Source: an optimization exercise on an open RTL-to-GDS flow (aim: small area, a short achievable clock period and few clock cycles per item). Production flows keep margins and buffers that such runs may drop.
For this run, only the layout was checked, not whether the RTL still works.

--- run.sh ---
#!/bin/bash
# synth_recipe.tcl (not shown) runs the flow's synth.tcl, then flattens the netlist and writes it again
# the make line also repeats each setting of config.mk as NAME=value (left out here)
make -C /OpenROAD-flow-scripts/flow DESIGN_CONFIG=/design/flow/config.mk WORK_HOME=/design/flow/orfs CLKGATE_MAP_FILE= SYNTH_SCRIPT=/design/flow/synth_recipe.tcl finish
--- config.mk ---
export PLATFORM = sky130hd
export DESIGN_NAME = lg_enc
export DESIGN_NICKNAME = lg_enc
export VERILOG_FILES = /design/flow/design.v
export SDC_FILE = /design/flow/constraint.sdc
export NUM_CORES = 4
export LEC_CHECK = 0
export CAP_MARGIN = 20
export CORE_MARGIN = 2
export CORE_UTILIZATION = 40
export SLEW_MARGIN = 20
--- constraint.sdc ---
create_clock -name core_clock -period 35.0 [get_ports {clk}]
set_input_delay 7.0000 -clock core_clock [delete_from_list [all_inputs] [get_ports {clk}]]
set_output_delay 7.0000 -clock core_clock [all_outputs]
set_load 0.01 [all_outputs]
--- design.v ---
module lg_enc (
    input  wire        clk,
    input  wire        rst,           
    input  wire        cmd_valid,
    output wire        cmd_ready,
    input  wire [2:0]  cmd_ec,        
    input  wire        cmd_lossless,  
    input  wire        cmd_trg,
    input  wire        cmd_ev,
    input  wire [4:0]  cmd_pos,
    input  wire        cmd_load,      
    input  wire [11:0] cmd_pred1,
    input  wire [11:0] cmd_pred2,
    input  wire        smp_valid,
    output wire        smp_ready,
    input  wire [11:0] smp_data,
    output reg         out_valid,
    input  wire        out_ready,
    output reg  [31:0] out_data,
    output reg  [5:0]  out_len,
    output reg         out_last
);
    localparam S_IDLE   = 3'd0;
    localparam S_LOAD   = 3'd1;
    localparam S_CHOOSE = 3'd2;
    localparam S_HDR    = 3'd3;
    localparam S_CODE   = 3'd4;
    reg  [2:0]  state;
    reg  [11:0] x1, x2;           
    reg  [3:0]  e_val;            
    reg  [2:0]  ec_hdr;           
    reg         trg_r, ev_r;
    reg  [4:0]  pos_r;
    reg  [4:0]  idx;              
    reg  [12:0] ubuf [0:31];      
    reg  [17:0] blen [0:13];      
    reg  [3:0]  k_sel;            
    reg  [12:0] ones_left;        
    integer i;
    assign cmd_ready = (state == S_IDLE);
    assign smp_ready = (state == S_LOAD);
    wire signed [13:0] p_raw = $signed({1'b0, x1, 1'b0}) - $signed({2'b0, x2});
    wire        [11:0] p     = p_raw < 0 ? 12'd0 : (p_raw > 14'sd4095 ? 12'd4095 : p_raw[11:0]);
    wire signed [13:0] r     = $signed({2'b0, smp_data}) - $signed({2'b0, p});
    wire        [12:0] r_abs = r < 0 ? -r[12:0] : r[12:0];
    wire        [4:0]  s     = {e_val, 1'b0} + 5'd1;
    wire        [12:0] q_mag = (r_abs + {9'd0, e_val}) / {8'd0, s};
    wire signed [13:0] q     = r < 0 ? -$signed({1'b0, q_mag}) : $signed({1'b0, q_mag});
    wire signed [18:0] xr_raw = $signed({7'd0, p}) + q * $signed({1'b0, s});
    wire        [11:0] xr    = xr_raw < 0 ? 12'd0 : (xr_raw > 19'sd4095 ? 12'd4095 : xr_raw[11:0]);
    wire               q_neg = (r < 0) && (q_mag != 13'd0);
    wire        [12:0] u     = q_neg ? ({q_mag[11:0], 1'b0} - 13'd1) : {q_mag[11:0], 1'b0};
    reg [17:0] best_len;
    reg [3:0]  best_k;
    always @* begin
        best_len = blen[0];
        best_k   = 4'd0;
        for (i = 1; i < 14; i = i + 1) begin
            if (blen[i] < best_len) begin
                best_len = blen[i];
                best_k   = i[3:0];
            end
        end
        if (best_len > 18'd416)
            best_k = 4'd14;
    end
    wire [12:0] cur_u   = ubuf[idx];
    wire [12:0] cur_raw = cur_u[0] ? ~{1'b0, cur_u[12:1]} : {1'b0, cur_u[12:1]};
    wire [12:0] low_k   = cur_u & ((13'd1 << k_sel) - 13'd1);
    wire [13:0] tail_len = ones_left + {9'd0, k_sel} + 14'd1;
    reg  [31:0] code_bits;    
    reg  [5:0]  code_len;
    reg         code_done;    
    reg  [12:0] ones_next;
    always @* begin
        code_bits = 32'd0;
        code_len  = 6'd0;
        code_done = 1'b0;
        ones_next = ones_left;
        if (k_sel == 4'd14) begin
            code_bits = {19'd0, cur_raw};
            code_len  = 6'd13;
            code_done = 1'b1;
        end else if (tail_len <= 14'd32) begin
            code_bits = ((((32'd1 << ones_left) - 32'd1) << 1) << k_sel) | {19'd0, low_k};
            code_len  = tail_len[5:0];
            code_done = 1'b1;
            ones_next = 13'd0;
        end else if (ones_left >= 13'd32) begin
            code_bits = 32'hFFFF_FFFF;
            code_len  = 6'd32;
            ones_next = ones_left - 13'd32;
        end else begin
            code_bits = (32'd1 << ones_left) - 32'd1;
            code_len  = ones_left[5:0];
            ones_next = 13'd0;
        end
    end
    wire [15:0] header = {k_sel, ec_hdr, trg_r, ev_r, 2'b00, (trg_r | ev_r) ? pos_r : 5'd0};
    always @* begin
        out_valid = 1'b0;
        out_data  = 32'd0;
        out_len   = 6'd0;
        out_last  = 1'b0;
        if (state == S_HDR) begin
            out_valid = 1'b1;
            out_data  = {header, 16'd0};
            out_len   = 6'd16;
        end else if (state == S_CODE) begin
            out_valid = 1'b1;
            out_data  = code_bits << (6'd32 - code_len);
            out_len   = code_len;
            out_last  = code_done && (idx == 5'd31);
        end
    end
    always @(posedge clk) begin
        if (rst) begin
            state     <= S_IDLE;
            x1        <= 12'd2048;
            x2        <= 12'd2048;
            e_val     <= 4'd0;
            ec_hdr    <= 3'd0;
            trg_r     <= 1'b0;
            ev_r      <= 1'b0;
            pos_r     <= 5'd0;
            idx       <= 5'd0;
            k_sel     <= 4'd0;
            ones_left <= 13'd0;
            for (i = 0; i < 14; i = i + 1)
                blen[i] <= 18'd0;
        end else begin
            case (state)
                S_IDLE: begin
                    if (cmd_valid) begin
                        if (cmd_lossless) begin
                            e_val  <= 4'd0;
                            ec_hdr <= 3'd0;
                        end else begin
                            ec_hdr <= cmd_ec;
                            case (cmd_ec)
                                3'd1:    e_val <= 4'd1;
                                3'd2:    e_val <= 4'd2;
                                3'd3:    e_val <= 4'd4;
                                3'd4:    e_val <= 4'd8;
                                default: e_val <= 4'd0;
                            endcase
                        end
                        trg_r <= cmd_trg;
                        ev_r  <= cmd_ev;
                        pos_r <= cmd_pos;
                        if (cmd_load) begin
                            x1 <= cmd_pred1;
                            x2 <= cmd_pred2;
                        end
                        idx <= 5'd0;
                        for (i = 0; i < 14; i = i + 1)
                            blen[i] <= 18'd0;
                        state <= S_LOAD;
                    end
                end
                S_LOAD: begin
                    if (smp_valid) begin
                        ubuf[idx] <= u;
                        for (i = 0; i < 14; i = i + 1)
                            blen[i] <= blen[i] + {5'd0, u >> i} + 18'd1 + i[17:0];
                        x2  <= x1;
                        x1  <= xr;
                        idx <= idx + 5'd1;
                        if (idx == 5'd31)
                            state <= S_CHOOSE;
                    end
                end
                S_CHOOSE: begin
                    k_sel <= best_k;
                    state <= S_HDR;
                end
                S_HDR: begin
                    if (out_ready) begin
                        idx       <= 5'd0;
                        ones_left <= ubuf[0] >> k_sel;
                        state     <= S_CODE;
                    end
                end
                S_CODE: begin
                    if (out_ready) begin
                        if (code_done) begin
                            idx       <= idx + 5'd1;
                            ones_left <= ubuf[idx + 5'd1] >> k_sel;
                            if (idx == 5'd31)
                                state <= S_IDLE;
                        end else begin
                            ones_left <= ones_next;
                        end
                    end
                end
                default: state <= S_IDLE;
            endcase
        end
    end
endmodule
==> notes.md <==
[how the worst max path moves through the flow]
| stage | start | endpoint | slack [ns] | cells after the start |
|---|---|---|---|---|
| 3_5_place_dp | smp_data[0] | x1[5] | -0.52 | 154 |
| 2_1_floorplan | smp_data[0] | x1[4] | -0.12 | 164 |
| 5_1_grt | smp_data[2] | x1[7] | -0.16 | 152 |
| 3_3_place_gp | smp_data[0] | x1[3] | 0.002 | 156 |
| 6_report | smp_data[7] | x1[8] | 1.29 | 151 |
| 4_1_cts | smp_data[0] | x1[5] | 0.07 | 154 |
[worst max-delay path: cells and delay by family]
family                   cells  cell delay [ns]
AO/OA/AOI/OAI               54             8.90
XOR/XNOR                     7             1.01
AND/OR/NAND/NOR             52             8.43
multiplexers                 2             0.68
buffers and inverters       16             1.79
adder cells (fa/ha/maj)     20             6.35
[registers in the layout (all words and copies together) (netlist names), 3 cells and up, named ones only]
signal / cells
ubuf: 416
x1: 12
k_sel: 4
idx: 5
x2: 12
pos_r: 5
e_val: 4
ec_hdr: 3
ones_left: 13
state: 3
blen: 251
[routing by layer]
metal	vias to the layer above	share of wire [%]	GRT usage, %
met3	306	6.5	3.16
li1	23200	-	-
met4	0	2.6	6.21
met2	1628	46	38.6
met5	-	0	0
met1	24000	44	33.1
[cell usage in the layout, fill, tap and decap left out, drive strengths merged, types with 76 or more instances in the layout]
| master | n |
|---|---|
| nand2 | 472 |
| o21ai | 373 |
| a22oi | 115 |
| a21oi | 422 |
| xnor2 | 186 |
| edfxtp | 416 |
| dfxtp | 319 |
| mux4 | 253 |
| nor2b | 81 |
| clkbuf | 115 |
| xor2 | 162 |
| nor3 | 96 |
| clkdlybuf4s50 | 90 |
| mux2i | 171 |
| buf | 255 |
| nand4 | 76 |
| nand3 | 129 |
| ha | 521 |
| and3 | 78 |
| a21o | 151 |
| inv | 309 |
| nor2 | 712 |
[stage by stage]
| stage | hold WS, ns | setup TNS (ns) | area [um2] | cells |
|---|---|---|---|---|
| 2_1_floorplan | 0.432 | -1.20 | 59700 | 6239 |
| 3_3_place_gp | 0.444 | 0 | 63600 | 8135 |
| 3_5_place_dp | 0.449 | -6.03 | 63600 | 8135 |
| 4_1_cts | 0.458 | 0 | 66300 | 8288 |
| 5_1_grt | 0.483 | -1.36 | 67200 | 8330 |
| 6_report | 0.454 | 0 | 67200 | 8331 |
[logic make-up (layout without fill, tap and decap cells)]
family / after synthesis / count (layout) / synth area share (%)
buffers and inverters: 642 / 814 / 4.12
adders and majority gates: 589 / 589 / 13.3
muxes: 467 / 467 / 13.4
AOI/OAI and AO/OA: 1525 / 1525 / 16.6
other: 0 / 1 / 0
DFF: 735 / 735 / 32.0
xor gates and xnor gates: 347 / 348 / 5.20
and+or+nand+nor: 1934 / 1935 / 15.4
[cell type report]
class / count / area (um2)
Fill cell: 13800 / 78900
Inverter: 313 / 1210
Clock inverter: 38 / 372
Timing Repair Buffer: 348 / 2890
Tap cell: 1917 / 2400
Clock buffer: 115 / 2330
Antenna cell: 1 / 2.50
Sequential cell: 735 / 18900
Multi-Input combinational cell: 4864 / 39100
[what timing repair did]
action | in CTS | in global routing
buffers inserted | 0 | 39
resized for setup | 0 | 119
setup endpoints to repair | 0 | 55
==> results.py <==
metrics = {
    "outcome": {
        "status": "complete, no violations",
    },
    "critical_path": {
        "worst_case_reg_to_reg_path_depth": 180,
        "critical_path_arrival_ns": 34.24,
        "ff2ff_setup_slack_ns": 2.86,
        "critical_path.most_common_cell": "sky130_fd_sc_hd__a21oi_2",
        "setup.worst_path.end_class": "flop",
        "start_kind": "input port",
        "critical_path.max_fanout": 8,
        "critical_path.reg2reg.startpoint": "blen[0][1]",
        "crit_path_top_delay_cell": "sky130_fd_sc_hd__or4_4",
        "worst_r2r_endpoint": "k_sel[2]",
        "critPathMaxStageDelay_ns": 0.57,
        "crit_required_ns": 35.53,
        "timing.setup.critical_path_class": "input port to flop",
    },
    "detailed_routing": {
        "wire_per_inst_um": 22.0,
        "wl_um": 183000,
        "detailroute.via_count": 49100,
        "antenna_violating_nets_post_route": 0,
        "drt_drc_violations_left": 0,
        "first_pass_iters": 6,
        "viasPerCell": 5.90,
        "detailedRoute.firstIterationViolations": 4166,
    },
    "floorplanning": {
        "design.die.area_um2": 151000,
        "initial_utilization_pct": 40.4,
        "core_area_um2": 146000,
        "io_pins": 95,
        "die_w_um": 388,
        "floorplan.rows": 140,
        "fp.dieH_um": 388,
    },
    "clock_tree": {
        "insertion_delay_ns": 0.70,
        "cts-htree-levels": 3,
        "cts_buffers": 87,
        "tritoncts": "yes",
        "cts_num_sinks": 735,
        "clock_tree.buffer_depth": 3,
        "cts.root.buffer_cell": "sky130_fd_sc_hd__clkbuf_16",
        "clkTransAtPathRegs_ns": 0.07,
        "cts.hold.buffers_added": 0,
    },
    "worst_hold_path": {
        "hold_class": "flop to flop",
        "hold_end": "ec_hdr[0]",
        "hold_path_depth": 2,
        "hp-start": "ec_hdr[0]",
    },
    "global_route": {
        "pin_count_of_the_biggest_net_entering_global_routing": 86,
        "grt_overflow_total": 0,
        "number_of_antenna_violations_at_the_first_check_in_global_routing": 5,
        "grt_pass1_vias": 47300,
        "grt_usage_pct": 23.7,
        "first_pass_grt_wire_length_um": 281000,
    },
    "placement": {
        "pre_cts_ws_ns": -0.524,
        "place_congestion": 0.927,
        "io_buffers": 94,
        "dpl.hpwl_um": 133000,
    },
    "sta": {
        "final.period_utilization_pct": 96.3,
        "finalHoldViolCount": 0,
        "worst_pin_slew_ns": 1.31,
        "total_of_endpoints_with_negative_setup_slack_in_the_final_report": 0,
        "worst_slack_ns": 1.29,
        "maximum_clock_skew_at_final_layout_ns": 0.0359,
        "layout_min_cycle_time_ns": 33.71,
        "max_frequency_ghz": 0.0297,
        "report.final.slew_viol_count": 0,
        "maxSlewHeadroom_pct": 11.8,
    },
    "yosys": {
        "synth-async-reset-ratio_pct": 0,
        "synth_area_leaders": "sky130_fd_sc_hd__edfxtp_1, sky130_fd_sc_hd__ha_1, sky130_fd_sc_hd__dfxtp_1",
        "post_synth_num_cell_types": 110,
        "yosys.cell_count.top_type": "sky130_fd_sc_hd__nor2_1",
        "synthCells": 6239,
        "syn-cell-area_um2": 59000,
        "synth-edff-count": 416,
        "fraction_of_the_yosys_area_taken_by_sequential_cells_pct": 32.0,
        "yosysTopAreaCell": "sky130_fd_sc_hd__edfxtp_1",
        "post_synth_most_frequent_cells": "sky130_fd_sc_hd__nor2_1, sky130_fd_sc_hd__ha_1, sky130_fd_sc_hd__nand2_1, sky130_fd_sc_hd__a21oi_1, sky130_fd_sc_hd__edfxtp_1",
        "synth-seq-cells": 735,
        "synthFlopType": "sky130_fd_sc_hd__edfxtp_1",
        "synth.yosys.warnings": 2,
        "syn_nets": 6881,
        "synthesis.area_per_instance_um2": 9.46,
        "synthDominantCellAreaShare_pct": 21.2,
    },
    "cells_and_area": {
        "final_layout_size_suffix_gt1_share_pct": 15.2,
        "area.growth.synth_to_final_pct": 13.8,
        "finish.utilization_pct": 46.0,
        "design.final.nets": 6991,
    },
    "run": {
        "cap_violations": 0,
    },
}

[what the ideal ports hide]
Ports are ideal in the flow. The routed layout listed here was re-timed in OpenROAD. Step 1 (the two cells are an assumption about what drives the block):
set clk [get_ports {clk}]
set_driving_cell -lib_cell sky130_fd_sc_hd__clkbuf_16 $clk
set_driving_cell -lib_cell sky130_fd_sc_hd__buf_2 [delete_from_list [all_inputs] $clk]
Step 2 moves the port delays by t, midway between the first and last clock arrival at a register: inputs arrive t later, outputs are due t later. That takes back most of the time a late clock gives input paths. a / b / c = ideal ports / drivers / drivers and shift; a / b = the first two.
t, ns: 0.760
slack for setup (ns): 1.287 / 1.336 / 0.576
slew at the worst register clock pin (ns): 0.07 / 0.07
worst data-port slew with drivers (ns): 0.08
pins driven straight from the clock port: 1
After both steps setup and hold are still met in this run. For this run, drivers alone change the setup slack by +0.049 ns; drivers and shift together by -0.711 ns.
